This design comes from an exercise in tuning for small area on the open sky130 flow, not from production work. Function was checked by simulation only, so behaviour that the tests miss may differ from the original. No activity file was given, so power comes from the tool's default toggle rates.

==> flow/design.v <==
`default_nettype none
module vdx_istore_ecc (
    input  wire          clk,
    input  wire          rst,
    input  wire          wr_valid,
    input  wire [79:0]   wr_data,
    output reg           enc_valid,
    output reg  [7:0]    enc_chk,
    input  wire [3:0]    rd_valid,
    input  wire [351:0]  rd_word,
    output reg  [3:0]    chk_valid,
    output wire [7:0]    chk_status,
    output wire [319:0]  chk_data,
    output wire [3:0]    wb_valid,
    output wire [31:0]   wb_chk,
    input  wire          cnt_clr,
    output reg  [15:0]   ce_cnt
);
    wire [7:0] wr_chk;
    vdx_enc u_enc (.d(wr_data), .c(wr_chk));
    always @(posedge clk) begin
        enc_valid <= wr_valid & ~rst;
        enc_chk   <= wr_chk;
    end
    reg [3:0]   s1_valid;
    reg [351:0] s1_word;
    reg [351:0] s2_word;
    always @(posedge clk) begin
        s1_valid  <= rd_valid & {4{~rst}};
        s1_word   <= rd_word;
        chk_valid <= s1_valid & {4{~rst}};
        s2_word   <= s1_word;
    end
    genvar g, k;
    generate
        for (g = 0; g < 4; g = g + 1) begin : g_lane
            wire [87:0] w = s2_word[g*88 +: 88];
            wire [6:0]  s;
            wire        p;
            vdx_syn u_syn (.w(w), .s(s), .p(p));
            wire nz   = |s;
            wire big  = s[6] & (s[5] | (s[4] & s[3]));    
            wire [1:0] status = {(p ^ nz) | (p & big), nz};
            wire [7:0]  lo;
            wire [10:0] hi;
            for (k = 0; k < 8; k = k + 1) begin : g_lo
                assign lo[k] = p & (s[2:0] == k);
            end
            for (k = 0; k < 11; k = k + 1) begin : g_hi
                assign hi[k] = (s[6:3] == k);
            end
            wire [79:0] data;
            wire [7:0]  chk;
            vdx_fix u_fix0 (.d(w[0]), .h(hi[0]), .l(lo[3]), .y(data[0]));
            vdx_fix u_fix1 (.d(w[1]), .h(hi[0]), .l(lo[5]), .y(data[1]));
            vdx_fix u_fix2 (.d(w[2]), .h(hi[0]), .l(lo[6]), .y(data[2]));
            vdx_fix u_fix3 (.d(w[3]), .h(hi[0]), .l(lo[7]), .y(data[3]));
            vdx_fix u_fix4 (.d(w[4]), .h(hi[1]), .l(lo[1]), .y(data[4]));
            vdx_fix u_fix5 (.d(w[5]), .h(hi[1]), .l(lo[2]), .y(data[5]));
            vdx_fix u_fix6 (.d(w[6]), .h(hi[1]), .l(lo[3]), .y(data[6]));
            vdx_fix u_fix7 (.d(w[7]), .h(hi[1]), .l(lo[4]), .y(data[7]));
            vdx_fix u_fix8 (.d(w[8]), .h(hi[1]), .l(lo[5]), .y(data[8]));
            vdx_fix u_fix9 (.d(w[9]), .h(hi[1]), .l(lo[6]), .y(data[9]));
            vdx_fix u_fix10 (.d(w[10]), .h(hi[1]), .l(lo[7]), .y(data[10]));
            vdx_fix u_fix11 (.d(w[11]), .h(hi[2]), .l(lo[1]), .y(data[11]));
            vdx_fix u_fix12 (.d(w[12]), .h(hi[2]), .l(lo[2]), .y(data[12]));
            vdx_fix u_fix13 (.d(w[13]), .h(hi[2]), .l(lo[3]), .y(data[13]));
            vdx_fix u_fix14 (.d(w[14]), .h(hi[2]), .l(lo[4]), .y(data[14]));
            vdx_fix u_fix15 (.d(w[15]), .h(hi[2]), .l(lo[5]), .y(data[15]));
            vdx_fix u_fix16 (.d(w[16]), .h(hi[2]), .l(lo[6]), .y(data[16]));
            vdx_fix u_fix17 (.d(w[17]), .h(hi[2]), .l(lo[7]), .y(data[17]));
            vdx_fix u_fix18 (.d(w[18]), .h(hi[3]), .l(lo[0]), .y(data[18]));
            vdx_fix u_fix19 (.d(w[19]), .h(hi[3]), .l(lo[1]), .y(data[19]));
            vdx_fix u_fix20 (.d(w[20]), .h(hi[3]), .l(lo[2]), .y(data[20]));
            vdx_fix u_fix21 (.d(w[21]), .h(hi[3]), .l(lo[3]), .y(data[21]));
            vdx_fix u_fix22 (.d(w[22]), .h(hi[3]), .l(lo[4]), .y(data[22]));
            vdx_fix u_fix23 (.d(w[23]), .h(hi[3]), .l(lo[5]), .y(data[23]));
            vdx_fix u_fix24 (.d(w[24]), .h(hi[3]), .l(lo[6]), .y(data[24]));
            vdx_fix u_fix25 (.d(w[25]), .h(hi[3]), .l(lo[7]), .y(data[25]));
            vdx_fix u_fix26 (.d(w[26]), .h(hi[4]), .l(lo[1]), .y(data[26]));
            vdx_fix u_fix27 (.d(w[27]), .h(hi[4]), .l(lo[2]), .y(data[27]));
            vdx_fix u_fix28 (.d(w[28]), .h(hi[4]), .l(lo[3]), .y(data[28]));
            vdx_fix u_fix29 (.d(w[29]), .h(hi[4]), .l(lo[4]), .y(data[29]));
            vdx_fix u_fix30 (.d(w[30]), .h(hi[4]), .l(lo[5]), .y(data[30]));
            vdx_fix u_fix31 (.d(w[31]), .h(hi[4]), .l(lo[6]), .y(data[31]));
            vdx_fix u_fix32 (.d(w[32]), .h(hi[4]), .l(lo[7]), .y(data[32]));
            vdx_fix u_fix33 (.d(w[33]), .h(hi[5]), .l(lo[0]), .y(data[33]));
            vdx_fix u_fix34 (.d(w[34]), .h(hi[5]), .l(lo[1]), .y(data[34]));
            vdx_fix u_fix35 (.d(w[35]), .h(hi[5]), .l(lo[2]), .y(data[35]));
            vdx_fix u_fix36 (.d(w[36]), .h(hi[5]), .l(lo[3]), .y(data[36]));
            vdx_fix u_fix37 (.d(w[37]), .h(hi[5]), .l(lo[4]), .y(data[37]));
            vdx_fix u_fix38 (.d(w[38]), .h(hi[5]), .l(lo[5]), .y(data[38]));
            vdx_fix u_fix39 (.d(w[39]), .h(hi[5]), .l(lo[6]), .y(data[39]));
            vdx_fix u_fix40 (.d(w[40]), .h(hi[5]), .l(lo[7]), .y(data[40]));
            vdx_fix u_fix41 (.d(w[41]), .h(hi[6]), .l(lo[0]), .y(data[41]));
            vdx_fix u_fix42 (.d(w[42]), .h(hi[6]), .l(lo[1]), .y(data[42]));
            vdx_fix u_fix43 (.d(w[43]), .h(hi[6]), .l(lo[2]), .y(data[43]));
            vdx_fix u_fix44 (.d(w[44]), .h(hi[6]), .l(lo[3]), .y(data[44]));
            vdx_fix u_fix45 (.d(w[45]), .h(hi[6]), .l(lo[4]), .y(data[45]));
            vdx_fix u_fix46 (.d(w[46]), .h(hi[6]), .l(lo[5]), .y(data[46]));
            vdx_fix u_fix47 (.d(w[47]), .h(hi[6]), .l(lo[6]), .y(data[47]));
            vdx_fix u_fix48 (.d(w[48]), .h(hi[6]), .l(lo[7]), .y(data[48]));
            vdx_fix u_fix49 (.d(w[49]), .h(hi[7]), .l(lo[0]), .y(data[49]));
            vdx_fix u_fix50 (.d(w[50]), .h(hi[7]), .l(lo[1]), .y(data[50]));
            vdx_fix u_fix51 (.d(w[51]), .h(hi[7]), .l(lo[2]), .y(data[51]));
            vdx_fix u_fix52 (.d(w[52]), .h(hi[7]), .l(lo[3]), .y(data[52]));
            vdx_fix u_fix53 (.d(w[53]), .h(hi[7]), .l(lo[4]), .y(data[53]));
            vdx_fix u_fix54 (.d(w[54]), .h(hi[7]), .l(lo[5]), .y(data[54]));
            vdx_fix u_fix55 (.d(w[55]), .h(hi[7]), .l(lo[6]), .y(data[55]));
            vdx_fix u_fix56 (.d(w[56]), .h(hi[7]), .l(lo[7]), .y(data[56]));
            vdx_fix u_fix57 (.d(w[57]), .h(hi[8]), .l(lo[1]), .y(data[57]));
            vdx_fix u_fix58 (.d(w[58]), .h(hi[8]), .l(lo[2]), .y(data[58]));
            vdx_fix u_fix59 (.d(w[59]), .h(hi[8]), .l(lo[3]), .y(data[59]));
            vdx_fix u_fix60 (.d(w[60]), .h(hi[8]), .l(lo[4]), .y(data[60]));
            vdx_fix u_fix61 (.d(w[61]), .h(hi[8]), .l(lo[5]), .y(data[61]));
            vdx_fix u_fix62 (.d(w[62]), .h(hi[8]), .l(lo[6]), .y(data[62]));
            vdx_fix u_fix63 (.d(w[63]), .h(hi[8]), .l(lo[7]), .y(data[63]));
            vdx_fix u_fix64 (.d(w[64]), .h(hi[9]), .l(lo[0]), .y(data[64]));
            vdx_fix u_fix65 (.d(w[65]), .h(hi[9]), .l(lo[1]), .y(data[65]));
            vdx_fix u_fix66 (.d(w[66]), .h(hi[9]), .l(lo[2]), .y(data[66]));
            vdx_fix u_fix67 (.d(w[67]), .h(hi[9]), .l(lo[3]), .y(data[67]));
            vdx_fix u_fix68 (.d(w[68]), .h(hi[9]), .l(lo[4]), .y(data[68]));
            vdx_fix u_fix69 (.d(w[69]), .h(hi[9]), .l(lo[5]), .y(data[69]));
            vdx_fix u_fix70 (.d(w[70]), .h(hi[9]), .l(lo[6]), .y(data[70]));
            vdx_fix u_fix71 (.d(w[71]), .h(hi[9]), .l(lo[7]), .y(data[71]));
            vdx_fix u_fix72 (.d(w[72]), .h(hi[10]), .l(lo[0]), .y(data[72]));
            vdx_fix u_fix73 (.d(w[73]), .h(hi[10]), .l(lo[1]), .y(data[73]));
            vdx_fix u_fix74 (.d(w[74]), .h(hi[10]), .l(lo[2]), .y(data[74]));
            vdx_fix u_fix75 (.d(w[75]), .h(hi[10]), .l(lo[3]), .y(data[75]));
            vdx_fix u_fix76 (.d(w[76]), .h(hi[10]), .l(lo[4]), .y(data[76]));
            vdx_fix u_fix77 (.d(w[77]), .h(hi[10]), .l(lo[5]), .y(data[77]));
            vdx_fix u_fix78 (.d(w[78]), .h(hi[10]), .l(lo[6]), .y(data[78]));
            vdx_fix u_fix79 (.d(w[79]), .h(hi[10]), .l(lo[7]), .y(data[79]));
            vdx_fix u_fixc0 (.d(w[80]), .h(hi[0]), .l(lo[1]), .y(chk[0]));
            vdx_fix u_fixc1 (.d(w[81]), .h(hi[0]), .l(lo[2]), .y(chk[1]));
            vdx_fix u_fixc2 (.d(w[82]), .h(hi[0]), .l(lo[4]), .y(chk[2]));
            vdx_fix u_fixc3 (.d(w[83]), .h(hi[1]), .l(lo[0]), .y(chk[3]));
            vdx_fix u_fixc4 (.d(w[84]), .h(hi[2]), .l(lo[0]), .y(chk[4]));
            vdx_fix u_fixc5 (.d(w[85]), .h(hi[4]), .l(lo[0]), .y(chk[5]));
            vdx_fix u_fixc6 (.d(w[86]), .h(hi[8]), .l(lo[0]), .y(chk[6]));
            vdx_fix u_fixc7 (.d(w[87]), .h(hi[0]), .l(lo[0]), .y(chk[7]));
            assign chk_status[g*2 +: 2] = status;
            assign chk_data[g*80 +: 80] = data;
            assign wb_chk[g*8 +: 8]     = chk;
            assign wb_valid[g]          = chk_valid[g] & (status[0] ^ status[1]);
        end
    endgenerate
    wire a0, a1, n0, b1, n1, n2;
    vdx_fa u_pc0 (.a(wb_valid[0]), .b(wb_valid[1]), .c(wb_valid[2]), .s(a0), .co(a1));
    vdx_ha u_pc1 (.a(a0), .b(wb_valid[3]), .s(n0), .co(b1));
    vdx_ha u_pc2 (.a(a1), .b(b1), .s(n1), .co(n2));
    wire [16:0] c;
    wire [15:0] sum;
    wire [16:3] ones;      
    assign c[0] = 1'b0;
    vdx_ha u_s0 (.a(ce_cnt[0]), .b(n0), .s(sum[0]), .co(c[1]));
    vdx_fa u_s1 (.a(ce_cnt[1]), .b(n1), .c(c[1]), .s(sum[1]), .co(c[2]));
    vdx_fa u_s2 (.a(ce_cnt[2]), .b(n2), .c(c[2]), .s(sum[2]), .co(c[3]));
    assign ones[3] = 1'b1;
    genvar i;
    generate
        for (i = 3; i < 16; i = i + 1) begin : g_inc
            assign ones[i+1] = ones[i] & ce_cnt[i];
            vdx_fix u_s (.d(ce_cnt[i]), .h(c[3]), .l(ones[i]), .y(sum[i]));
            assign c[i+1] = c[3] & ones[i+1];
        end
    endgenerate
    always @(posedge clk) begin
        if (rst || cnt_clr)
            ce_cnt <= 16'd0;
        else
            ce_cnt <= sum | {16{c[16]}};
    end
endmodule
module vdx_syn (
    input  wire [87:0] w,
    output wire [6:0]  s,
    output wire        p
);
    wire x0;
    vdx_xor u_x0 (.a(w[87]), .b(w[80]), .y(x0));
    wire x1;
    vdx_xor u_x1 (.a(w[81]), .b(w[0]), .y(x1));
    wire x2;
    vdx_xor u_x2 (.a(w[80]), .b(w[0]), .y(x2));
    wire x3;
    vdx_xor u_x3 (.a(x0), .b(x1), .y(x3));
    wire x4;
    vdx_xor u_x4 (.a(w[82]), .b(w[1]), .y(x4));
    wire x5;
    vdx_xor u_x5 (.a(w[2]), .b(w[3]), .y(x5));
    wire x6;
    vdx_xor u_x6 (.a(w[1]), .b(w[3]), .y(x6));
    wire x7;
    vdx_xor u_x7 (.a(x4), .b(x5), .y(x7));
    wire x8;
    vdx_xor u_x8 (.a(x2), .b(x6), .y(x8));
    wire x9;
    vdx_xor u_x9 (.a(x1), .b(x5), .y(x9));
    wire x10;
    vdx_xor u_x10 (.a(x3), .b(x7), .y(x10));
    wire x11;
    vdx_xor u_x11 (.a(w[83]), .b(w[4]), .y(x11));
    wire x12;
    vdx_xor u_x12 (.a(w[5]), .b(w[6]), .y(x12));
    wire x13;
    vdx_xor u_x13 (.a(w[4]), .b(w[6]), .y(x13));
    wire x14;
    vdx_xor u_x14 (.a(x11), .b(x12), .y(x14));
    wire x15;
    vdx_xor u_x15 (.a(w[7]), .b(w[8]), .y(x15));
    wire x16;
    vdx_xor u_x16 (.a(w[9]), .b(w[10]), .y(x16));
    wire x17;
    vdx_xor u_x17 (.a(w[8]), .b(w[10]), .y(x17));
    wire x18;
    vdx_xor u_x18 (.a(x15), .b(x16), .y(x18));
    wire x19;
    vdx_xor u_x19 (.a(x13), .b(x17), .y(x19));
    wire x20;
    vdx_xor u_x20 (.a(x12), .b(x16), .y(x20));
    wire x21;
    vdx_xor u_x21 (.a(x14), .b(x18), .y(x21));
    wire x22;
    vdx_xor u_x22 (.a(x8), .b(x19), .y(x22));
    wire x23;
    vdx_xor u_x23 (.a(x9), .b(x20), .y(x23));
    wire x24;
    vdx_xor u_x24 (.a(x7), .b(x18), .y(x24));
    wire x25;
    vdx_xor u_x25 (.a(x10), .b(x21), .y(x25));
    wire x26;
    vdx_xor u_x26 (.a(w[84]), .b(w[11]), .y(x26));
    wire x27;
    vdx_xor u_x27 (.a(w[12]), .b(w[13]), .y(x27));
    wire x28;
    vdx_xor u_x28 (.a(w[11]), .b(w[13]), .y(x28));
    wire x29;
    vdx_xor u_x29 (.a(x26), .b(x27), .y(x29));
    wire x30;
    vdx_xor u_x30 (.a(w[14]), .b(w[15]), .y(x30));
    wire x31;
    vdx_xor u_x31 (.a(w[16]), .b(w[17]), .y(x31));
    wire x32;
    vdx_xor u_x32 (.a(w[15]), .b(w[17]), .y(x32));
    wire x33;
    vdx_xor u_x33 (.a(x30), .b(x31), .y(x33));
    wire x34;
    vdx_xor u_x34 (.a(x28), .b(x32), .y(x34));
    wire x35;
    vdx_xor u_x35 (.a(x27), .b(x31), .y(x35));
    wire x36;
    vdx_xor u_x36 (.a(x29), .b(x33), .y(x36));
    wire x37;
    vdx_xor u_x37 (.a(w[18]), .b(w[19]), .y(x37));
    wire x38;
    vdx_xor u_x38 (.a(w[20]), .b(w[21]), .y(x38));
    wire x39;
    vdx_xor u_x39 (.a(w[19]), .b(w[21]), .y(x39));
    wire x40;
    vdx_xor u_x40 (.a(x37), .b(x38), .y(x40));
    wire x41;
    vdx_xor u_x41 (.a(w[22]), .b(w[23]), .y(x41));
    wire x42;
    vdx_xor u_x42 (.a(w[24]), .b(w[25]), .y(x42));
    wire x43;
    vdx_xor u_x43 (.a(w[23]), .b(w[25]), .y(x43));
    wire x44;
    vdx_xor u_x44 (.a(x41), .b(x42), .y(x44));
    wire x45;
    vdx_xor u_x45 (.a(x39), .b(x43), .y(x45));
    wire x46;
    vdx_xor u_x46 (.a(x38), .b(x42), .y(x46));
    wire x47;
    vdx_xor u_x47 (.a(x40), .b(x44), .y(x47));
    wire x48;
    vdx_xor u_x48 (.a(x34), .b(x45), .y(x48));
    wire x49;
    vdx_xor u_x49 (.a(x35), .b(x46), .y(x49));
    wire x50;
    vdx_xor u_x50 (.a(x33), .b(x44), .y(x50));
    wire x51;
    vdx_xor u_x51 (.a(x36), .b(x47), .y(x51));
    wire x52;
    vdx_xor u_x52 (.a(x22), .b(x48), .y(x52));
    wire x53;
    vdx_xor u_x53 (.a(x23), .b(x49), .y(x53));
    wire x54;
    vdx_xor u_x54 (.a(x24), .b(x50), .y(x54));
    wire x55;
    vdx_xor u_x55 (.a(x21), .b(x47), .y(x55));
    wire x56;
    vdx_xor u_x56 (.a(x25), .b(x51), .y(x56));
    wire x57;
    vdx_xor u_x57 (.a(w[85]), .b(w[26]), .y(x57));
    wire x58;
    vdx_xor u_x58 (.a(w[27]), .b(w[28]), .y(x58));
    wire x59;
    vdx_xor u_x59 (.a(w[26]), .b(w[28]), .y(x59));
    wire x60;
    vdx_xor u_x60 (.a(x57), .b(x58), .y(x60));
    wire x61;
    vdx_xor u_x61 (.a(w[29]), .b(w[30]), .y(x61));
    wire x62;
    vdx_xor u_x62 (.a(w[31]), .b(w[32]), .y(x62));
    wire x63;
    vdx_xor u_x63 (.a(w[30]), .b(w[32]), .y(x63));
    wire x64;
    vdx_xor u_x64 (.a(x61), .b(x62), .y(x64));
    wire x65;
    vdx_xor u_x65 (.a(x59), .b(x63), .y(x65));
    wire x66;
    vdx_xor u_x66 (.a(x58), .b(x62), .y(x66));
    wire x67;
    vdx_xor u_x67 (.a(x60), .b(x64), .y(x67));
    wire x68;
    vdx_xor u_x68 (.a(w[33]), .b(w[34]), .y(x68));
    wire x69;
    vdx_xor u_x69 (.a(w[35]), .b(w[36]), .y(x69));
    wire x70;
    vdx_xor u_x70 (.a(w[34]), .b(w[36]), .y(x70));
    wire x71;
    vdx_xor u_x71 (.a(x68), .b(x69), .y(x71));
    wire x72;
    vdx_xor u_x72 (.a(w[37]), .b(w[38]), .y(x72));
    wire x73;
    vdx_xor u_x73 (.a(w[39]), .b(w[40]), .y(x73));
    wire x74;
    vdx_xor u_x74 (.a(w[38]), .b(w[40]), .y(x74));
    wire x75;
    vdx_xor u_x75 (.a(x72), .b(x73), .y(x75));
    wire x76;
    vdx_xor u_x76 (.a(x70), .b(x74), .y(x76));
    wire x77;
    vdx_xor u_x77 (.a(x69), .b(x73), .y(x77));
    wire x78;
    vdx_xor u_x78 (.a(x71), .b(x75), .y(x78));
    wire x79;
    vdx_xor u_x79 (.a(x65), .b(x76), .y(x79));
    wire x80;
    vdx_xor u_x80 (.a(x66), .b(x77), .y(x80));
    wire x81;
    vdx_xor u_x81 (.a(x64), .b(x75), .y(x81));
    wire x82;
    vdx_xor u_x82 (.a(x67), .b(x78), .y(x82));
    wire x83;
    vdx_xor u_x83 (.a(w[41]), .b(w[42]), .y(x83));
    wire x84;
    vdx_xor u_x84 (.a(w[43]), .b(w[44]), .y(x84));
    wire x85;
    vdx_xor u_x85 (.a(w[42]), .b(w[44]), .y(x85));
    wire x86;
    vdx_xor u_x86 (.a(x83), .b(x84), .y(x86));
    wire x87;
    vdx_xor u_x87 (.a(w[45]), .b(w[46]), .y(x87));
    wire x88;
    vdx_xor u_x88 (.a(w[47]), .b(w[48]), .y(x88));
    wire x89;
    vdx_xor u_x89 (.a(w[46]), .b(w[48]), .y(x89));
    wire x90;
    vdx_xor u_x90 (.a(x87), .b(x88), .y(x90));
    wire x91;
    vdx_xor u_x91 (.a(x85), .b(x89), .y(x91));
    wire x92;
    vdx_xor u_x92 (.a(x84), .b(x88), .y(x92));
    wire x93;
    vdx_xor u_x93 (.a(x86), .b(x90), .y(x93));
    wire x94;
    vdx_xor u_x94 (.a(w[49]), .b(w[50]), .y(x94));
    wire x95;
    vdx_xor u_x95 (.a(w[51]), .b(w[52]), .y(x95));
    wire x96;
    vdx_xor u_x96 (.a(w[50]), .b(w[52]), .y(x96));
    wire x97;
    vdx_xor u_x97 (.a(x94), .b(x95), .y(x97));
    wire x98;
    vdx_xor u_x98 (.a(w[53]), .b(w[54]), .y(x98));
    wire x99;
    vdx_xor u_x99 (.a(w[55]), .b(w[56]), .y(x99));
    wire x100;
    vdx_xor u_x100 (.a(w[54]), .b(w[56]), .y(x100));
    wire x101;
    vdx_xor u_x101 (.a(x98), .b(x99), .y(x101));
    wire x102;
    vdx_xor u_x102 (.a(x96), .b(x100), .y(x102));
    wire x103;
    vdx_xor u_x103 (.a(x95), .b(x99), .y(x103));
    wire x104;
    vdx_xor u_x104 (.a(x97), .b(x101), .y(x104));
    wire x105;
    vdx_xor u_x105 (.a(x91), .b(x102), .y(x105));
    wire x106;
    vdx_xor u_x106 (.a(x92), .b(x103), .y(x106));
    wire x107;
    vdx_xor u_x107 (.a(x90), .b(x101), .y(x107));
    wire x108;
    vdx_xor u_x108 (.a(x93), .b(x104), .y(x108));
    wire x109;
    vdx_xor u_x109 (.a(x79), .b(x105), .y(x109));
    wire x110;
    vdx_xor u_x110 (.a(x80), .b(x106), .y(x110));
    wire x111;
    vdx_xor u_x111 (.a(x81), .b(x107), .y(x111));
    wire x112;
    vdx_xor u_x112 (.a(x78), .b(x104), .y(x112));
    wire x113;
    vdx_xor u_x113 (.a(x82), .b(x108), .y(x113));
    wire x114;
    vdx_xor u_x114 (.a(x52), .b(x109), .y(x114));
    wire x115;
    vdx_xor u_x115 (.a(x53), .b(x110), .y(x115));
    wire x116;
    vdx_xor u_x116 (.a(x54), .b(x111), .y(x116));
    wire x117;
    vdx_xor u_x117 (.a(x55), .b(x112), .y(x117));
    wire x118;
    vdx_xor u_x118 (.a(x51), .b(x108), .y(x118));
    wire x119;
    vdx_xor u_x119 (.a(x56), .b(x113), .y(x119));
    wire x120;
    vdx_xor u_x120 (.a(w[86]), .b(w[57]), .y(x120));
    wire x121;
    vdx_xor u_x121 (.a(w[58]), .b(w[59]), .y(x121));
    wire x122;
    vdx_xor u_x122 (.a(w[57]), .b(w[59]), .y(x122));
    wire x123;
    vdx_xor u_x123 (.a(x120), .b(x121), .y(x123));
    wire x124;
    vdx_xor u_x124 (.a(w[60]), .b(w[61]), .y(x124));
    wire x125;
    vdx_xor u_x125 (.a(w[62]), .b(w[63]), .y(x125));
    wire x126;
    vdx_xor u_x126 (.a(w[61]), .b(w[63]), .y(x126));
    wire x127;
    vdx_xor u_x127 (.a(x124), .b(x125), .y(x127));
    wire x128;
    vdx_xor u_x128 (.a(x122), .b(x126), .y(x128));
    wire x129;
    vdx_xor u_x129 (.a(x121), .b(x125), .y(x129));
    wire x130;
    vdx_xor u_x130 (.a(x123), .b(x127), .y(x130));
    wire x131;
    vdx_xor u_x131 (.a(w[64]), .b(w[65]), .y(x131));
    wire x132;
    vdx_xor u_x132 (.a(w[66]), .b(w[67]), .y(x132));
    wire x133;
    vdx_xor u_x133 (.a(w[65]), .b(w[67]), .y(x133));
    wire x134;
    vdx_xor u_x134 (.a(x131), .b(x132), .y(x134));
    wire x135;
    vdx_xor u_x135 (.a(w[68]), .b(w[69]), .y(x135));
    wire x136;
    vdx_xor u_x136 (.a(w[70]), .b(w[71]), .y(x136));
    wire x137;
    vdx_xor u_x137 (.a(w[69]), .b(w[71]), .y(x137));
    wire x138;
    vdx_xor u_x138 (.a(x135), .b(x136), .y(x138));
    wire x139;
    vdx_xor u_x139 (.a(x133), .b(x137), .y(x139));
    wire x140;
    vdx_xor u_x140 (.a(x132), .b(x136), .y(x140));
    wire x141;
    vdx_xor u_x141 (.a(x134), .b(x138), .y(x141));
    wire x142;
    vdx_xor u_x142 (.a(x128), .b(x139), .y(x142));
    wire x143;
    vdx_xor u_x143 (.a(x129), .b(x140), .y(x143));
    wire x144;
    vdx_xor u_x144 (.a(x127), .b(x138), .y(x144));
    wire x145;
    vdx_xor u_x145 (.a(x130), .b(x141), .y(x145));
    wire x146;
    vdx_xor u_x146 (.a(w[72]), .b(w[73]), .y(x146));
    wire x147;
    vdx_xor u_x147 (.a(w[74]), .b(w[75]), .y(x147));
    wire x148;
    vdx_xor u_x148 (.a(w[73]), .b(w[75]), .y(x148));
    wire x149;
    vdx_xor u_x149 (.a(x146), .b(x147), .y(x149));
    wire x150;
    vdx_xor u_x150 (.a(w[76]), .b(w[77]), .y(x150));
    wire x151;
    vdx_xor u_x151 (.a(w[78]), .b(w[79]), .y(x151));
    wire x152;
    vdx_xor u_x152 (.a(w[77]), .b(w[79]), .y(x152));
    wire x153;
    vdx_xor u_x153 (.a(x150), .b(x151), .y(x153));
    wire x154;
    vdx_xor u_x154 (.a(x148), .b(x152), .y(x154));
    wire x155;
    vdx_xor u_x155 (.a(x147), .b(x151), .y(x155));
    wire x156;
    vdx_xor u_x156 (.a(x149), .b(x153), .y(x156));
    wire x157;
    vdx_xor u_x157 (.a(x142), .b(x154), .y(x157));
    wire x158;
    vdx_xor u_x158 (.a(x143), .b(x155), .y(x158));
    wire x159;
    vdx_xor u_x159 (.a(x144), .b(x153), .y(x159));
    wire x160;
    vdx_xor u_x160 (.a(x145), .b(x156), .y(x160));
    wire x161;
    vdx_xor u_x161 (.a(x114), .b(x157), .y(x161));
    wire x162;
    vdx_xor u_x162 (.a(x115), .b(x158), .y(x162));
    wire x163;
    vdx_xor u_x163 (.a(x116), .b(x159), .y(x163));
    wire x164;
    vdx_xor u_x164 (.a(x117), .b(x141), .y(x164));
    wire x165;
    vdx_xor u_x165 (.a(x118), .b(x156), .y(x165));
    wire x166;
    vdx_xor u_x166 (.a(x119), .b(x160), .y(x166));
    assign s[0] = x161;
    assign s[1] = x162;
    assign s[2] = x163;
    assign s[3] = x164;
    assign s[4] = x165;
    assign s[5] = x113;
    assign s[6] = x160;
    assign p = x166;
endmodule
module vdx_enc (
    input  wire [79:0] d,
    output wire [7:0]  c
);
    wire e0;
    vdx_xor u_e0 (.a(d[56]), .b(d[25]), .y(e0));
    wire e1;
    vdx_xor u_e1 (.a(d[40]), .b(d[71]), .y(e1));
    wire e2;
    vdx_xor u_e2 (.a(d[10]), .b(e0), .y(e2));
    wire e3;
    vdx_xor u_e3 (.a(e1), .b(e2), .y(e3));
    wire e4;
    vdx_xor u_e4 (.a(d[48]), .b(d[79]), .y(e4));
    wire e5;
    vdx_xor u_e5 (.a(d[17]), .b(e4), .y(e5));
    wire e6;
    vdx_xor u_e6 (.a(d[32]), .b(d[63]), .y(e6));
    wire e7;
    vdx_xor u_e7 (.a(d[3]), .b(e6), .y(e7));
    wire e8;
    vdx_xor u_e8 (.a(e5), .b(e7), .y(e8));
    wire e9;
    vdx_xor u_e9 (.a(e3), .b(e8), .y(e9));
    wire e10;
    vdx_xor u_e10 (.a(d[52]), .b(d[21]), .y(e10));
    wire e11;
    vdx_xor u_e11 (.a(d[36]), .b(d[67]), .y(e11));
    wire e12;
    vdx_xor u_e12 (.a(d[6]), .b(e10), .y(e12));
    wire e13;
    vdx_xor u_e13 (.a(e11), .b(e12), .y(e13));
    wire e14;
    vdx_xor u_e14 (.a(d[44]), .b(d[75]), .y(e14));
    wire e15;
    vdx_xor u_e15 (.a(d[13]), .b(e14), .y(e15));
    wire e16;
    vdx_xor u_e16 (.a(d[28]), .b(d[59]), .y(e16));
    wire e17;
    vdx_xor u_e17 (.a(d[0]), .b(e16), .y(e17));
    wire e18;
    vdx_xor u_e18 (.a(e15), .b(e17), .y(e18));
    wire e19;
    vdx_xor u_e19 (.a(e13), .b(e18), .y(e19));
    wire e20;
    vdx_xor u_e20 (.a(e9), .b(e19), .y(e20));
    wire e21;
    vdx_xor u_e21 (.a(d[54]), .b(d[23]), .y(e21));
    wire e22;
    vdx_xor u_e22 (.a(d[38]), .b(d[69]), .y(e22));
    wire e23;
    vdx_xor u_e23 (.a(d[8]), .b(e21), .y(e23));
    wire e24;
    vdx_xor u_e24 (.a(e22), .b(e23), .y(e24));
    wire e25;
    vdx_xor u_e25 (.a(d[46]), .b(d[77]), .y(e25));
    wire e26;
    vdx_xor u_e26 (.a(d[15]), .b(e25), .y(e26));
    wire e27;
    vdx_xor u_e27 (.a(d[30]), .b(d[61]), .y(e27));
    wire e28;
    vdx_xor u_e28 (.a(d[1]), .b(e27), .y(e28));
    wire e29;
    vdx_xor u_e29 (.a(e26), .b(e28), .y(e29));
    wire e30;
    vdx_xor u_e30 (.a(e24), .b(e29), .y(e30));
    wire e31;
    vdx_xor u_e31 (.a(d[50]), .b(d[19]), .y(e31));
    wire e32;
    vdx_xor u_e32 (.a(d[34]), .b(d[65]), .y(e32));
    wire e33;
    vdx_xor u_e33 (.a(d[4]), .b(e31), .y(e33));
    wire e34;
    vdx_xor u_e34 (.a(e32), .b(e33), .y(e34));
    wire e35;
    vdx_xor u_e35 (.a(d[42]), .b(d[73]), .y(e35));
    wire e36;
    vdx_xor u_e36 (.a(d[11]), .b(e35), .y(e36));
    wire e37;
    vdx_xor u_e37 (.a(d[26]), .b(d[57]), .y(e37));
    wire e38;
    vdx_xor u_e38 (.a(e37), .b(e36), .y(e38));
    wire e39;
    vdx_xor u_e39 (.a(e34), .b(e38), .y(e39));
    wire e40;
    vdx_xor u_e40 (.a(e30), .b(e39), .y(e40));
    wire e41;
    vdx_xor u_e41 (.a(e20), .b(e40), .y(e41));
    wire e42;
    vdx_xor u_e42 (.a(d[55]), .b(d[24]), .y(e42));
    wire e43;
    vdx_xor u_e43 (.a(d[39]), .b(d[70]), .y(e43));
    wire e44;
    vdx_xor u_e44 (.a(d[9]), .b(e42), .y(e44));
    wire e45;
    vdx_xor u_e45 (.a(e43), .b(e44), .y(e45));
    wire e46;
    vdx_xor u_e46 (.a(d[47]), .b(d[78]), .y(e46));
    wire e47;
    vdx_xor u_e47 (.a(d[16]), .b(e46), .y(e47));
    wire e48;
    vdx_xor u_e48 (.a(d[31]), .b(d[62]), .y(e48));
    wire e49;
    vdx_xor u_e49 (.a(d[2]), .b(e48), .y(e49));
    wire e50;
    vdx_xor u_e50 (.a(e47), .b(e49), .y(e50));
    wire e51;
    vdx_xor u_e51 (.a(e45), .b(e50), .y(e51));
    wire e52;
    vdx_xor u_e52 (.a(d[51]), .b(d[20]), .y(e52));
    wire e53;
    vdx_xor u_e53 (.a(d[35]), .b(d[66]), .y(e53));
    wire e54;
    vdx_xor u_e54 (.a(d[5]), .b(e52), .y(e54));
    wire e55;
    vdx_xor u_e55 (.a(e53), .b(e54), .y(e55));
    wire e56;
    vdx_xor u_e56 (.a(d[43]), .b(d[74]), .y(e56));
    wire e57;
    vdx_xor u_e57 (.a(d[12]), .b(e56), .y(e57));
    wire e58;
    vdx_xor u_e58 (.a(d[27]), .b(d[58]), .y(e58));
    wire e59;
    vdx_xor u_e59 (.a(e58), .b(e57), .y(e59));
    wire e60;
    vdx_xor u_e60 (.a(e55), .b(e59), .y(e60));
    wire e61;
    vdx_xor u_e61 (.a(e51), .b(e60), .y(e61));
    wire e62;
    vdx_xor u_e62 (.a(e61), .b(e20), .y(e62));
    wire e63;
    vdx_xor u_e63 (.a(d[53]), .b(d[22]), .y(e63));
    wire e64;
    vdx_xor u_e64 (.a(d[37]), .b(d[68]), .y(e64));
    wire e65;
    vdx_xor u_e65 (.a(d[7]), .b(e63), .y(e65));
    wire e66;
    vdx_xor u_e66 (.a(e64), .b(e65), .y(e66));
    wire e67;
    vdx_xor u_e67 (.a(d[45]), .b(d[76]), .y(e67));
    wire e68;
    vdx_xor u_e68 (.a(d[14]), .b(e67), .y(e68));
    wire e69;
    vdx_xor u_e69 (.a(d[29]), .b(d[60]), .y(e69));
    wire e70;
    vdx_xor u_e70 (.a(e69), .b(e68), .y(e70));
    wire e71;
    vdx_xor u_e71 (.a(e66), .b(e70), .y(e71));
    wire e72;
    vdx_xor u_e72 (.a(e9), .b(e71), .y(e72));
    wire e73;
    vdx_xor u_e73 (.a(e30), .b(e51), .y(e73));
    wire e74;
    vdx_xor u_e74 (.a(e72), .b(e73), .y(e74));
    wire e75;
    vdx_xor u_e75 (.a(d[49]), .b(d[18]), .y(e75));
    wire e76;
    vdx_xor u_e76 (.a(d[33]), .b(d[64]), .y(e76));
    wire e77;
    vdx_xor u_e77 (.a(e75), .b(e76), .y(e77));
    wire e78;
    vdx_xor u_e78 (.a(e77), .b(e13), .y(e78));
    wire e79;
    vdx_xor u_e79 (.a(e24), .b(e45), .y(e79));
    wire e80;
    vdx_xor u_e80 (.a(e3), .b(e78), .y(e80));
    wire e81;
    vdx_xor u_e81 (.a(e79), .b(e80), .y(e81));
    wire e82;
    vdx_xor u_e82 (.a(e34), .b(e55), .y(e82));
    wire e83;
    vdx_xor u_e83 (.a(e66), .b(e82), .y(e83));
    wire e84;
    vdx_xor u_e84 (.a(e83), .b(e81), .y(e84));
    wire e85;
    vdx_xor u_e85 (.a(d[41]), .b(d[72]), .y(e85));
    wire e86;
    vdx_xor u_e86 (.a(e31), .b(e52), .y(e86));
    wire e87;
    vdx_xor u_e87 (.a(e63), .b(e10), .y(e87));
    wire e88;
    vdx_xor u_e88 (.a(e21), .b(e42), .y(e88));
    wire e89;
    vdx_xor u_e89 (.a(e0), .b(e85), .y(e89));
    wire e90;
    vdx_xor u_e90 (.a(e15), .b(e26), .y(e90));
    wire e91;
    vdx_xor u_e91 (.a(e47), .b(e5), .y(e91));
    wire e92;
    vdx_xor u_e92 (.a(e86), .b(e87), .y(e92));
    wire e93;
    vdx_xor u_e93 (.a(e88), .b(e89), .y(e93));
    wire e94;
    vdx_xor u_e94 (.a(e90), .b(e91), .y(e94));
    wire e95;
    vdx_xor u_e95 (.a(e92), .b(e93), .y(e95));
    wire e96;
    vdx_xor u_e96 (.a(e94), .b(e95), .y(e96));
    wire e97;
    vdx_xor u_e97 (.a(e75), .b(e36), .y(e97));
    wire e98;
    vdx_xor u_e98 (.a(e57), .b(e68), .y(e98));
    wire e99;
    vdx_xor u_e99 (.a(e97), .b(e98), .y(e99));
    wire e100;
    vdx_xor u_e100 (.a(e99), .b(e96), .y(e100));
    wire e101;
    vdx_xor u_e101 (.a(d[28]), .b(d[30]), .y(e101));
    wire e102;
    vdx_xor u_e102 (.a(d[31]), .b(d[34]), .y(e102));
    wire e103;
    vdx_xor u_e103 (.a(d[35]), .b(d[37]), .y(e103));
    wire e104;
    vdx_xor u_e104 (.a(d[42]), .b(d[43]), .y(e104));
    wire e105;
    vdx_xor u_e105 (.a(d[45]), .b(d[49]), .y(e105));
    wire e106;
    vdx_xor u_e106 (.a(d[32]), .b(d[36]), .y(e106));
    wire e107;
    vdx_xor u_e107 (.a(d[38]), .b(d[39]), .y(e107));
    wire e108;
    vdx_xor u_e108 (.a(d[44]), .b(d[46]), .y(e108));
    wire e109;
    vdx_xor u_e109 (.a(d[47]), .b(d[50]), .y(e109));
    wire e110;
    vdx_xor u_e110 (.a(d[51]), .b(d[53]), .y(e110));
    wire e111;
    vdx_xor u_e111 (.a(d[40]), .b(d[48]), .y(e111));
    wire e112;
    vdx_xor u_e112 (.a(d[52]), .b(d[54]), .y(e112));
    wire e113;
    vdx_xor u_e113 (.a(d[55]), .b(d[56]), .y(e113));
    wire e114;
    vdx_xor u_e114 (.a(e101), .b(e102), .y(e114));
    wire e115;
    vdx_xor u_e115 (.a(e103), .b(e104), .y(e115));
    wire e116;
    vdx_xor u_e116 (.a(e105), .b(e106), .y(e116));
    wire e117;
    vdx_xor u_e117 (.a(e107), .b(e108), .y(e117));
    wire e118;
    vdx_xor u_e118 (.a(e109), .b(e110), .y(e118));
    wire e119;
    vdx_xor u_e119 (.a(e111), .b(e112), .y(e119));
    wire e120;
    vdx_xor u_e120 (.a(e113), .b(e114), .y(e120));
    wire e121;
    vdx_xor u_e121 (.a(e115), .b(e116), .y(e121));
    wire e122;
    vdx_xor u_e122 (.a(e117), .b(e118), .y(e122));
    wire e123;
    vdx_xor u_e123 (.a(e119), .b(e120), .y(e123));
    wire e124;
    vdx_xor u_e124 (.a(e121), .b(e122), .y(e124));
    wire e125;
    vdx_xor u_e125 (.a(e123), .b(e124), .y(e125));
    wire e126;
    vdx_xor u_e126 (.a(d[26]), .b(d[27]), .y(e126));
    wire e127;
    vdx_xor u_e127 (.a(d[29]), .b(d[33]), .y(e127));
    wire e128;
    vdx_xor u_e128 (.a(d[41]), .b(e126), .y(e128));
    wire e129;
    vdx_xor u_e129 (.a(e127), .b(e128), .y(e129));
    wire e130;
    vdx_xor u_e130 (.a(e129), .b(e125), .y(e130));
    wire e131;
    vdx_xor u_e131 (.a(d[59]), .b(d[61]), .y(e131));
    wire e132;
    vdx_xor u_e132 (.a(d[62]), .b(d[65]), .y(e132));
    wire e133;
    vdx_xor u_e133 (.a(d[66]), .b(d[68]), .y(e133));
    wire e134;
    vdx_xor u_e134 (.a(d[73]), .b(d[74]), .y(e134));
    wire e135;
    vdx_xor u_e135 (.a(d[76]), .b(d[63]), .y(e135));
    wire e136;
    vdx_xor u_e136 (.a(d[67]), .b(d[69]), .y(e136));
    wire e137;
    vdx_xor u_e137 (.a(d[70]), .b(d[75]), .y(e137));
    wire e138;
    vdx_xor u_e138 (.a(d[77]), .b(d[78]), .y(e138));
    wire e139;
    vdx_xor u_e139 (.a(d[71]), .b(d[79]), .y(e139));
    wire e140;
    vdx_xor u_e140 (.a(e131), .b(e132), .y(e140));
    wire e141;
    vdx_xor u_e141 (.a(e133), .b(e134), .y(e141));
    wire e142;
    vdx_xor u_e142 (.a(e135), .b(e136), .y(e142));
    wire e143;
    vdx_xor u_e143 (.a(e137), .b(e138), .y(e143));
    wire e144;
    vdx_xor u_e144 (.a(e139), .b(e140), .y(e144));
    wire e145;
    vdx_xor u_e145 (.a(e141), .b(e142), .y(e145));
    wire e146;
    vdx_xor u_e146 (.a(e143), .b(e144), .y(e146));
    wire e147;
    vdx_xor u_e147 (.a(e145), .b(e146), .y(e147));
    wire e148;
    vdx_xor u_e148 (.a(d[57]), .b(d[58]), .y(e148));
    wire e149;
    vdx_xor u_e149 (.a(d[60]), .b(d[64]), .y(e149));
    wire e150;
    vdx_xor u_e150 (.a(d[72]), .b(e148), .y(e150));
    wire e151;
    vdx_xor u_e151 (.a(e149), .b(e150), .y(e151));
    wire e152;
    vdx_xor u_e152 (.a(e151), .b(e147), .y(e152));
    wire e153;
    vdx_xor u_e153 (.a(e61), .b(e72), .y(e153));
    wire e154;
    vdx_xor u_e154 (.a(e96), .b(e125), .y(e154));
    wire e155;
    vdx_xor u_e155 (.a(e147), .b(e41), .y(e155));
    wire e156;
    vdx_xor u_e156 (.a(e81), .b(e153), .y(e156));
    wire e157;
    vdx_xor u_e157 (.a(e154), .b(e155), .y(e157));
    wire e158;
    vdx_xor u_e158 (.a(e156), .b(e157), .y(e158));
    assign c[0] = e41;
    assign c[1] = e62;
    assign c[2] = e74;
    assign c[3] = e84;
    assign c[4] = e100;
    assign c[5] = e130;
    assign c[6] = e152;
    assign c[7] = e158;
endmodule
module vdx_xor (
    input  wire a,
    input  wire b,
    output wire y
);
    assign y = a ^ b;
endmodule
module vdx_fix (
    input  wire d,
    input  wire h,
    input  wire l,
    output wire y
);
    assign y = d ^ (h & l);
endmodule
module vdx_ha (
    input  wire a,
    input  wire b,
    output wire s,
    output wire co
);
    assign {co, s} = a + b;
endmodule
module vdx_fa (
    input  wire a,
    input  wire b,
    input  wire c,
    output wire s,
    output wire co
);
    assign {co, s} = a + b + c;
endmodule
`default_nettype wire
==> flow/flow/run.sh <==
#!/bin/bash
# The standard layout (the standard.sh, standard synthesis unchanged),
# with these changes:
#  - the port buffers that buffer_ports inserts on every input and output
#    are buf_1 instead of the default cell;
#  - clock tree synthesis uses larger sink clusters of clkbuf_8 and no
#    dummy loads.
set -euo pipefail
CTS="-sink_clustering_enable -repair_clock_nets -dont_use_dummy_load"
CTS="$CTS -buf_list {${CTS_BUFS:-sky130_fd_sc_hd__clkbuf_8}}"
CTS="$CTS -sink_clustering_size ${CTS_SIZE:-15} -sink_clustering_max_diameter ${CTS_DIAM:-50}"
bash standard.sh \
  "BUFFER_PORTS_ARGS=-buffer_cell sky130_fd_sc_hd__buf_1" \
  "CTS_ARGS=$CTS" \
  finish > standard.log 2>&1
==> flow/standard.sh <==
#!/bin/bash
# synth_recipe.tcl (not shown) runs the flow's synth.tcl, then flattens the netlist and writes it again
# the make line also repeats each setting of config.mk as NAME=value (left out here)
make -C /OpenROAD-flow-scripts/flow DESIGN_CONFIG=/design/flow/config.mk WORK_HOME=/design/flow/orfs CLKGATE_MAP_FILE= SYNTH_SCRIPT=/design/flow/synth_recipe.tcl "${@:-finish}"
==> flow/config.mk <==
export PLATFORM = sky130hd
export DESIGN_NAME = vdx_istore_ecc
export DESIGN_NICKNAME = vdx_istore_ecc
export VERILOG_FILES = /design/flow/design.v
export SDC_FILE = /design/flow/constraint.sdc
export NUM_CORES = 4
export LEC_CHECK = 0
export CAP_MARGIN = 0
export CORE_AREA = 2 2.72 498 109.52
export DIE_AREA = 0 0 500 112
export PLACE_DENSITY = 0.8
export SLEW_MARGIN = 0
export SYNTH_HIERARCHICAL = 1
export SYNTH_MINIMUM_KEEP_SIZE = 0
==> flow/constraint.sdc <==
create_clock -name core_clock -period 8.0 [get_ports {clk}]
set_input_delay 1.6000 -clock core_clock [delete_from_list [all_inputs] [get_ports {clk}]]
set_output_delay 1.6000 -clock core_clock [all_outputs]
set_load 0.01 [all_outputs]
==> results.txt, run 1 <==
* Period minus WS final at 6650 ps
* Worst path required time at 6400 ps
* Placed cell area at ~32000 um^2
* DR DRC count at 0
* Die Y-Extent at around 110 um
* Yosys top cell area share at a little over half
* Final Max Tran Viols at 0
* Detailed Place HPWL at roughly 55 mm
* Min-delay worst type: flip-flop to flip-flop
* Leakage at 12.7 nW
* Placed cells at 4078
* Number of synthesized flops with an enable pin at 0
* CP max stage cell: nor2_1
* CTS HTree Levels at 2
* CP dominant cell by count: xor2_1
* Starting DRT DRC Count at ~940
* #FFs+latches synth at roughly 740
* Max clock buf depth at 3
* Hold Crit Start: s1_word[219]$_DFF_P_
* Synth warn at 7
* Clk Latency, worst-skew pair at around 650 ps
* Starting density of the core at a little over half
* Drt pass-1 iters at 6
* Number of I/O pins at about 830
* Tot GR Track Use at between 20% and 30%
* Syn nets at between 3000 and 4000
* Mapped cell area at approximately 28000 um^2
* Post-synthesis async set-or-reset flop share at 0%
* IO buf count at about 830
* Layout cell share with drive strength beyond 1 at 2.46%
* Worst setup margin at approximately 1300 ps
* Largest family of logic cells by synthesized area: XOR/XNOR gates
* Fmax at ~150 MHz
* Pin count of the biggest net entering global routing at 19
* Worst setup startpoint: s2_word[144]$_DFF_P_
* Mux cell area share after synthesis at 0%
* Top post-synthesis cells by count: 827 x xor2_1, 737 x dfxtp_1, 404 x nand2_1
* Crit Path Max Fanout at 11
* Critical path class: flip-flop to primary output
* First-pass GRT wire length at ~100 mm
* Crit start category: flip-flop
* Setup Fix Bufs, Post-CTS at 0
* DIE AREA at roughly 56000 um^2
* DP Worst Slack at approximately 1900 ps
* CTS tree: done
* CTS root buf: clkbuf_8
* Worst vdd ir at between 0.3 and 0.4 mV
* Synth area leaders: dfxtp_1 53%, xor2_1 26%, xnor2_1 11%, nand2_1 5.4%, buf_4 1.1%
* Initial antenna violation count at 2
* Final setup vio count at 0
* Via count at 19007
* Total negative slack at 0 ps
* Nets@finish at 3864
* Via density at 4.60
* Post-route ant nets at 0
* Post-synthesis cell count at ~2600
* CTS sink cnt at roughly 740
* Clk slew on worst S/H paths at about 100 ps
* Max_cap viols at 0
* Tcrit/Tclk final at ~83%
* Fillers at between 4000 and 5000
* Area growth, synth to finish at 16.4%
* Vias in the first global route at 19482
* Post-synthesis simple-gate area fraction at 7.82%
* Post-synth top flop: dfxtp_1
* Rel. slew slack at around 12%
* Worst R2R Start: s2_word[144]$_DFF_P_
* Pwr dens at 371 nW/um^2
* Syn Area/Cell at about 11 um^2
* Layout Cells excl Fill at just over 4000
* Post-route cell area at 32700 um^2
* RSZ-0062 raised after global routing: false
* Adder-cell area share of the yosys netlist at 0.348%
* Most common cell in the netlist: xor2_1
* CTS buffer count at between 50 and 60
* Core Footprint at approximately 53000 um^2
* Status: no timing/DRC/antenna violations
* Final wirelength at about 70 mm
* Post-cts resize count at 0
* Slew @ Worst Pin at 1310 ps
* Distinct cells, synth at 32
* CP max stage delay at around 950 ps
* Crit. End Element: primary output
* Wirelength per Cell at 17.0 um
* Crit path arrival time at about 5100 ps
* Row cnt at 39
* Largest area contributor in the netlist: dfxtp_1
* Hold buffer count at cts at 0
* Final number of hold-violating endpoints at 0
* Clock tree skew after final layout at between 70 and 80 ps
* CP cell instances: xor2_1, xor2_1, xor2_1, xor2_1, xor2_1, xor2_1, xor2_1, nand2b_1, nor2_1, nand2_1, xnor2_1, buf_1
* Total grt overflow at 0
* Compound-cell area share of the yosys netlist at 0.691%
* Routability-driven placement congestion ratio at around 0.90
* Die X at approximately 500 um
* Sequential fraction of the synthesis area at between 50% and 60%
* Post-synthesis xor/xnor area fraction at ~37%
-- worst max-delay path, delay by kind of cell (launching register included) --
kind                      cells  cell delay (ps)
DFF                           1              400
buffers and inverters         1              180
and+or+nand+nor               3             1290
xor gates and xnor gates      8             2550
-- flip-flops by register name (all words and copies together) (netlist names) --
register and cells:
s1_word 352, s2_word 352, ce_cnt 16, enc_chk 8, chk_valid 4, s1_valid 4, enc_valid 1
-- area by class of cell --
class                      count  area [um^2]  share of cell area [%]
antenna                        2         5.00                  0.0153
timing repair buffer         851         3270                    10.0
tap                          717          897                    2.75
multi-input combinational   1767        13000                    39.7
inverter                       6         22.5                  0.0690
sequential                   737        14800                    45.2
clock buffer                  55          757                    2.32
-- where the power goes --
group	switching (W)	leakage, nW	internal [W]
clock network	0.00114	0.395	0.000615
registers	0.000128	6.21	0.00389
logic	0.00453	6.09	0.00182
-- placed cells by master, fill, tap and decap left out, drive strengths merged, types with 3 or more instances in the layout --
cell type / instances
nor4: 4
ha: 3
inv: 6
xnor2: 365
nor2: 47
o21ai: 16
nor2b: 9
nor3: 33
a21oi: 4
clkbuf: 55
a21o: 4
nand2: 404
dfxtp: 737
fa: 3
a221oi: 4
and2: 5
buf: 851
a31oi: 4
nand2b: 28
xor2: 827
-- Yosys stat by module (local to each module, per instance) --
module | cell area, um^2 | flip-flops and latches | copies in the design | cells inside
vdx_fa | 20.0 | 0 | 3 | 1
vdx_istore_ecc | 15900 | 737 | 1 | 958
vdx_fix | 12.5 | 0 | 365 | 2
vdx_ha | 12.5 | 0 | 3 | 1
vdx_enc | 60.1 | 0 | 1 | 8
vdx_syn | 52.6 | 0 | 4 | 7
vdx_xor | 8.76 | 0 | 827 | 1
-- metrics by stage --
step	total power, W	hold slack (ps)	utilization [%]
3_5_place_dp	0.0104	312	60.7
4_1_cts	0.0121	261	62.1
6_report	0.0121	259	62.1
3_3_place_gp	0.0103	310	60.7
2_1_floorplan	0.00863	310	-
5_1_grt	0.0128	258	62.1
-- kinds of logic (layout without fill, tap and decap cells) --
| family | Yosys count | after routing |
|---|---|---|
| compound gates | 32 | 32 |
| xor+xnor | 1192 | 1192 |
| fa+ha+maj | 6 | 6 |
| buf+inv | 53 | 912 |
| flops | 737 | 737 |
| other cells | 1 | 3 |
| simple gates | 536 | 536 |
-- routing by layer --
layer / vias to the layer above / routed length, um / track usage [%]
li1: 9483 / - / -
met1: 8960 / 27100 / 26.5
met2: 391 / 38000 / 47.7
met3: 173 / 2550 / 3.99
met4: 0 / 2610 / 9.07
met5: - / 0 / 0
-- final timing paths --
check                    endpoint  slack [ps]  cells after the start
max reg2reg  ce_cnt[3]$_SDFF_PP0_        1670                     17
min          s2_word[219]$_DFF_P_         260                      0
min reg2reg  s2_word[219]$_DFF_P_         260                      0
max                 chk_data[142]        1350                     12
==> run 2: changes to the inputs <==
--- a/flow/flow/run.sh
+++ b/flow/flow/run.sh
@@ -3,13 +3,17 @@
 # with these changes:
 #  - the port buffers that buffer_ports inserts on every input and output
 #    are buf_1 instead of the default cell;
+#  - global placement is not timing driven, and the synthesis buffers are
+#    removed before it as the timing-driven flow does;
 #  - clock tree synthesis uses larger sink clusters of clkbuf_8 and no
 #    dummy loads.
 set -euo pipefail
 CTS="-sink_clustering_enable -repair_clock_nets -dont_use_dummy_load"
 CTS="$CTS -buf_list {${CTS_BUFS:-sky130_fd_sc_hd__clkbuf_8}}"
 CTS="$CTS -sink_clustering_size ${CTS_SIZE:-15} -sink_clustering_max_diameter ${CTS_DIAM:-50}"
+here=$(cd "$(dirname "$0")" && pwd)
 bash standard.sh \
+  "PRE_GLOBAL_PLACE_TCL=$here/pre_gpl.tcl" \
   "BUFFER_PORTS_ARGS=-buffer_cell sky130_fd_sc_hd__buf_1" \
   "CTS_ARGS=$CTS" \
   finish > standard.log 2>&1
==> flow/flow/pre_gpl.tcl (new file) <==
# Sourced before global placement (PRE_GLOBAL_PLACE_TCL). Placement here is
# not timing driven (GPL_TIMING_DRIVEN 0), and the flow removes the
# synthesis buffers only for timing-driven placement, so remove them here.
remove_buffers
--- a/flow/config.mk
+++ b/flow/config.mk
@@ -8,6 +8,7 @@
 export CAP_MARGIN = 0
 export CORE_AREA = 2 2.72 498 109.52
 export DIE_AREA = 0 0 500 112
+export GPL_TIMING_DRIVEN = 0
 export PLACE_DENSITY = 0.8
 export SLEW_MARGIN = 0
 export SYNTH_HIERARCHICAL = 1
==> run 2 against run 1 <==
  * Die area stayed put
  * Count of clock-buffer cells in the layout stayed put
  * Global-route usage is 0.24 points lower
  * Design area hardly changed
  * Sequential share of layout area hardly changed
  * Flip-flop and latch count stayed put
  * Power is 0.13% higher
  * Routed wire length is 0.79% lower
  * Clock power hardly changed
  * Sequential power hardly changed
  * Worst setup slack worse by 180 ps
  * Critical endpoint is now wb_chk[9]
  * Highest routed layer unchanged
==> results.txt, run 2 <==
* Starting DRT DRC Count at roughly 830
* Met3 Resource Use GR at under 10%
* Number of I/O pins at 833
* Total grt overflow at 0
* Global Route met2 Usage at between 40% and 50%
* Nets@finish at a little under 4000
* CTS root buf: clkbuf_8
* Post-route ant nets at 0
* Crit path arrival time at ~5200 ps
* CTS buffer count at 55
* Post-cts resize count at 0
* GR peak layer: met2
* Slew @ Worst Pin at around 1400 ps
* Max clock buf depth at 3
* Fmax at 146 MHz
* Critical path class: flip-flop to primary output
* Post-synth top flop: dfxtp_1
* Wirelength per Cell at about 17 um
* Mapped cell area at roughly 28000 um^2
* Distinct cells, synth at 32
* Number of synthesized flops with an enable pin at 0
* Final Max Tran Viols at 0
* Max_cap viols at 0
* Worst path required time at about 6400 ps
* Starting density of the core at 53.4%
* Total negative slack at 0 ps
* Detailed Place HPWL at approximately 54 mm
* Syn Area/Cell at around 11 um^2
* Leakage at 12.7 nW
* CTS tree: done
* Yosys top cell area share at ~53%
* Sequential fraction of the synthesis area at roughly 53%
* Synth area leaders: dfxtp_1 53%, xor2_1 26%, xnor2_1 11%, nand2_1 5.4%, buf_4 1.1%
* Setup Fix Bufs, Post-CTS at 0
* Rel. slew slack at under 10%
* Crit start category: flip-flop
* Pwr dens at ~370 nW/um^2
* Final number of hold-violating endpoints at 0
* Row cnt at 39
* Area growth, synth to finish at 16.3%
* Initial antenna violation count at 3
* DIE AREA at between 50000 and 60000 um^2
* Post-synthesis async set-or-reset flop share at 0%
* Pin count of the biggest net entering global routing at 19
* Clock tree skew after final layout at 75.0 ps
* Hold Crit Depth at 0
* Core Footprint at around 53000 um^2
* Vias in the first global route at 19376
* Most common cell after layout, fill and taps aside: buf_1
* Hold buffer count at cts at 0
* Crit. End Element: primary output
* Layout Cells excl Fill at ~4100
* Clk slew on worst S/H paths at approximately 110 ps
* Most common cell in the netlist: xor2_1
* Min-delay worst type: flip-flop to flip-flop
* Syn nets at 3003
* Synth warn at 7
* Final setup vio count at 0
* Worst Reg2Reg Path Length in Cells at 17
* Via count at roughly 19000
* Crit Path Max Fanout at 11
* Tot GR Track Use at about a quarter
* Leading cell types in the layout, fill and taps excluded: 832 x buf_1, 827 x xor2_1, 737 x dfxtp_1, 404 x nand2_1, 365 x xnor2_1
* Routability-driven placement congestion ratio at 0.872
* CTS HTree Levels at 2
* Die Y-Extent at approximately 110 um
* M1 GR Usage at 26.1%
* Final wirelength at 69.8 mm
* Top post-synthesis cells by count: 827 x xor2_1, 737 x dfxtp_1, 404 x nand2_1
* RSZ-0062 raised after global routing: false
* Die X at around 500 um
* Top flop regs: s1_word (352), s2_word (352), ce_cnt (16)
* Post-synthesis cell count at ~2600
* First-pass GRT wire length at 104 mm
* Layout cell share with drive strength beyond 1 at 2.35%
* Status: no timing/DRC/antenna violations
* Drt pass-1 iters at 5
* Period minus WS final at between 6000 and 7000 ps
* Via density at 4.59
* Placed cells at 4070
* Largest area contributor in the netlist: dfxtp_1
* Tcrit/Tclk final at between 80% and 90%
* Worst vdd ir at between 0.3 and 0.4 mV
* Clk Latency, worst-skew pair at 650 ps
* CTS sink cnt at ~740
* IO buf count at roughly 830
* DR DRC count at 0
* #FFs+latches synth at around 740
run 2: cell counts after synthesis:
Identical to the previous run, type by type.
run 2: cells by family after synthesis:
family	share of synthesized area, %
compound gates	0.691
fa+ha+maj	0.348
flops	52.6
simple gates	7.82
buf+inv	1.36
xor+xnor	37.2
other cells	0.0134
run 2: final timing paths:
kind                                           start                    to  slack (ps)
worst max-delay path            s2_word[144]$_DFF_P_             wb_chk[9]        1160
worst min-delay path            s1_word[159]$_DFF_P_  s2_word[159]$_DFF_P_         310
worst max register to register  s2_word[144]$_DFF_P_  ce_cnt[3]$_SDFF_PP0_        1650
worst min register to register  s1_word[159]$_DFF_P_  s2_word[159]$_DFF_P_         310
run 2: per-module statistics from Yosys, one instance, submodules excluded:
module / cells / flip-flops and latches
vdx_istore_ecc: 958 / 737
vdx_enc: 8 / 0
vdx_syn: 7 / 0
vdx_fa: 1 / 0
vdx_fix: 2 / 0
vdx_ha: 1 / 0
vdx_xor: 1 / 0
run 2: cell type report:
cell class | count | area [um^2]
Fill cell | 4293 | 19900
Sequential cell | 737 | 14800
Multi-Input combinational cell | 1767 | 13000
Timing Repair Buffer | 843 | 3230
Tap cell | 717 | 897
Clock buffer | 55 | 757
Inverter | 6 | 22.5
Antenna cell | 4 | 10.0
run 2: per-stage QoR:
step / worst slack [ps] / cell area (um^2) / power, W / hold WS [ps] / util, %
global placement: 1430 / 31700 / 0.0101 / 310 / 60.4
CTS: 1130 / 32600 / 0.0122 / 313 / 62.1
finish: 1160 / 32700 / 0.0121 / 308 / 62.1
floorplan: 3030 / 28100 / 0.00863 / 310 / -
global route: 784 / 32700 / 0.0129 / 320 / 62.1
detailed placement: 1710 / 31900 / 0.0104 / 312 / 60.7
run 2: worst max-delay path, cell delays in order, from the launching register on:
cell and delay [ps]:
dfxtp_1 400, xor2_1 280, xor2_1 290, xor2_1 330
xor2_1 330, xor2_1 560, xor2_1 230, xor2_1 300
nand2b_1 180, nor2_1 1050, nand2_1 200, xnor2_1 210
buf_1 220
run 2: power by group:
part           leakage, nW  total, W  switching (W)  internal [W]
logic                 6.06   0.00635        0.00456       0.00179
clock network        0.395   0.00177        0.00115      0.000615
registers             6.21   0.00402       0.000128       0.00389
total                 12.7    0.0121        0.00584       0.00630
run 2: metal layers:
| metal | vias to the layer above | part of all wire, % |
|---|---|---|
| met5 | - | 0 |
| met4 | 0 | 4.2 |
| met3 | 201 | 3.6 |
| met2 | 394 | 54 |
| met1 | 8858 | 38 |
| li1 | 9488 | - |
==> run 3: changes to the inputs <==
--- a/flow/config.mk
+++ b/flow/config.mk
@@ -9,7 +9,6 @@
 export CORE_AREA = 2 2.72 498 109.52
 export DIE_AREA = 0 0 500 112
 export GPL_TIMING_DRIVEN = 0
-export PLACE_DENSITY = 0.8
 export SLEW_MARGIN = 0
 export SYNTH_HIERARCHICAL = 1
 export SYNTH_MINIMUM_KEEP_SIZE = 0
==> run 3 against run 2 <==
  * Combinational power up 1%
  * Synthesized area unchanged
  * Via count down 1.4%
  * Non-clock buffer count down 1
  * Still clean
  * Hold slack worse by 50 ps
  * Sequential share of layout area about the same
  * Worst setup slack worse by 42 ps
  * Largest cell class unchanged
  * Critical endpoint is now chk_data[75]
  * Highest routed layer unchanged
==> results.txt, run 3 <==
* #FFs+latches synth at 737
* Die Y-Extent at roughly 110 um
* Setup Fix Bufs, Post-CTS at 0
* Max_cap viols at 0
* Post-synthesis cell count at roughly 2600
* Synth area leaders: dfxtp_1 53%, xor2_1 26%, xnor2_1 11%, nand2_1 5.4%, buf_4 1.1%
* Core Footprint at between 50000 and 60000 um^2
* Status: no timing/DRC/antenna violations
* Period minus WS final at approximately 6900 ps
* IO buf count at between 800 and 900
* Top flop regs: s1_word (352), s2_word (352), ce_cnt (16)
* Critical path class: flip-flop to primary output
* CP cell instances: xor2_1, xor2_1, xor2_1, xor2_1, xor2_1, xor2_1, xor2_1, nand2_1, nor2_1, nand2_1, xnor2_1, buf_1
* Hold Slack at ~260 ps
* DR DRC count at 0
* Tot GR Track Use at approximately 24%
* Tcrit/Tclk final at between 80 and 90%
* Via count at 18683
* Worst vdd ir at a little over 0.3 mV
* Clock group share of total power at 14.4%
* Area growth, synth to finish at 16.4%
* Crit start category: flip-flop
* Nets@finish at ~3900
* CP dominant cell by count: xor2_1
* Fmax at between 100 and 150 MHz
* Syn nets at roughly 3000
* Post-cts resize count at 0
* Crit-path leading delay family: XOR/XNOR gates
* CP max stage cell: nor2_1
* Clk Latency, worst-skew pair at 700 ps
* Post-synthesis async set-or-reset flop share at 0%
* Drt pass-1 iters at 5
* CTS root buf: clkbuf_8
* CTS buffer count at 55
* Max clock buf depth at 3
* Leading cell types in the layout, fill and taps excluded: 832 x buf_1, 827 x xor2_1, 737 x dfxtp_1, 404 x nand2_1, 365 x xnor2_1
* Total grt overflow at 0
* Sequential fraction of the synthesis area at 52.6%
* Switching pwr at between 0.005 and 0.006 W
* DP Worst Slack at around 1500 ps
* Largest area contributor in the netlist: dfxtp_1
* Syn Area/Cell at between 10 and 15 um^2
* Min-delay worst type: flip-flop to flip-flop
* Die X at roughly 500 um
* Crit. End Element: primary output
* Number of synthesized flops with an enable pin at 0
* Power, Total at between 0.01 and 0.015 W
* Starting DRT DRC Count at ~800
* Routability-driven placement congestion ratio at around 0.85
* M1 GR Usage at about 28%
* CTS HTree Levels at 2
* Most common cell after layout, fill and taps aside: buf_1
* Layout cell share with drive strength beyond 1 at roughly 2.4%
* Vias in the first global route at a little under 20000
* Reg power frac at about a third
* Post-route ant nets at 0
* Slew @ Worst Pin at 1440 ps
* Distinct cells, synth at 32
* Crit Path Max Fanout at 11
* RSZ-0062 raised after global routing: false
* Yosys top cell area share at about 53%
* Number of I/O pins at 833
* Leakage at roughly 13 nW
* Pwr dens at around 370 nW/um^2
* Met3 Resource Use GR at under 10%
* First-pass GRT wire length at approximately 100 mm
* Via density at 4.53
* Global Route met2 Usage at 45.6%
* Clk slew on worst S/H paths at 100 ps
* Final Max Tran Viols at 0
* Hold buffer count at cts at 0
* Initial antenna violation count at 4
* Final number of hold-violating endpoints at 0
* Combinational power share at 52.7%
* Wirelength per Cell at about 17 um
* CTS sink cnt at roughly 740
* Most common cell in the netlist: xor2_1
* CP max stage delay at approximately 1100 ps
* Row cnt at 39
* Starting density of the core at 53.4%
* GR peak layer: met2
* Synth warn at 7
* Power Internal at ~0.0063 W
* Final wirelength at between 60 and 70 mm
* Fillers at approximately 4600
* Crit path arrival time at approximately 5300 ps
* CTS tree: done
* Top post-synthesis cells by count: 827 x xor2_1, 737 x dfxtp_1, 404 x nand2_1
* DIE AREA at approximately 56000 um^2
* Rel. slew slack at under 10%
* Pin count of the biggest net entering global routing at 19
* Buffers & Inverters on Critical Path at 1
* Net Sw Frac at roughly half
* Worst path required time at about 6400 ps
* Clock tree skew after final layout at around 64 ps
* Detailed Place HPWL at ~54 mm
* Total negative slack at 0 ps
* Core Util, Final at around 62%
* Post-synth top flop: dfxtp_1
* Mapped cell area at 28100 um^2
* Final setup vio count at 0
* Worst setup margin at about 1100 ps
[run 3: worst paths after layout]
path	slack [ps]	from	cells after the start	end
hold reg to reg	260	s1_word[223]$_DFF_P_	0	s2_word[223]$_DFF_P_
setup / recovery	1120	s2_word[56]$_DFF_P_	12	chk_data[75]
setup reg to reg	1450	s2_word[232]$_DFF_P_	17	ce_cnt[1]$_SDFF_PP0_
hold / removal	260	s1_word[223]$_DFF_P_	0	s2_word[223]$_DFF_P_
[run 3: metrics by stage]
step | instances | cell area (um^2)
after floorplan | 2557 | 28100
after global placement | 4059 | 31700
after detailed placement | 4068 | 31900
after CTS | 4123 | 32600
after global routing | 4128 | 32700
final | 4128 | 32700
[run 3: final cells by class]
class                      count  area, um^2  area share [%]
antenna                        4        10.0          0.0306
clock buffer                  55         757            2.32
tap                          717         897            2.75
timing repair buffer         842        3230            9.90
sequential                   737       14800            45.2
multi-input combinational   1767       13000            39.8
inverter                       6        22.5          0.0689
[run 3: logic make-up after synthesis]
logic type	synth area share (%)
XOR/XNOR	37.2
flip-flops	52.6
AND/OR/NAND/NOR	7.82
buffers and inverters	1.36
AO/OA/AOI/OAI	0.691
adder cells (fa/ha/maj)	0.348
other	0.0134
[run 3: worst register-to-register path: cells and delay by family, from the launching register on]
kind,cells,cell delay (ps)
AOI/OAI and AO/OA,2,940
xor gates and xnor gates,7,2230
adders and majority gates,5,2130
DFF,1,400
and+or+nand+nor,3,700
[run 3: power groups by stage]
stage	Combinational, W	Clock [W]	Sequential (W)
after floorplan	0.00453	0	0.00409
after global placement	0.00607	0	0.00410
after detailed placement	0.00638	0	0.00411
after CTS	0.00641	0.00183	0.00402
after global routing	0.00695	0.00198	0.00404
final	0.00643	0.00176	0.00402
[run 3: Yosys stat by module (local to each module, per instance)]
module	flops+latches	times used	area, um^2	cells inside
vdx_fa	0	3	20.0	1
vdx_istore_ecc	737	1	15900	958
vdx_ha	0	3	12.5	1
vdx_syn	0	4	52.6	7
vdx_enc	0	1	60.1	8
vdx_xor	0	827	8.76	1
vdx_fix	0	365	12.5	2
[run 3: routing by layer]
layer  up-vias  part of all wire (%)
met5         -                     0
met4         0                   2.7
met3       129                   4.0
met2       378                    53
met1      8712                    40
li1       9464                     -

==> port drivers added, routing unchanged <==
No port has a modelled driver above. Below, the same layouts with a new extraction and two added sets of constraints. Step 1 (the two cells are an assumption about what drives the block):
set clk [get_ports {clk}]
set_driving_cell -lib_cell sky130_fd_sc_hd__clkbuf_16 $clk
set_driving_cell -lib_cell sky130_fd_sc_hd__buf_2 [delete_from_list [all_inputs] $clk]
Step 2 times the ports against the registers' clock, not the clock port: input delays grow and output delays shrink by t, the midpoint of the rising clock arrivals with the driver on. Slacks: ideal ports / drivers / drivers and shift; pairs: ideal ports / drivers.
run	t (ns)	slack for setup (ns)	worst register clock-pin slew, ns	worst data-port slew with drivers (ns)	pins driven straight from the clock port
run 1	0.669	1.346 / 1.294 / 1.674	0.11 / 0.11	0.07	1
run 2	0.672	1.162 / 1.109 / 1.649	0.12 / 0.12	0.08	1
run 3	0.730	1.120 / 1.051 / 1.445	0.11 / 0.11	0.08	1
After both steps every run listed still meets setup and hold.
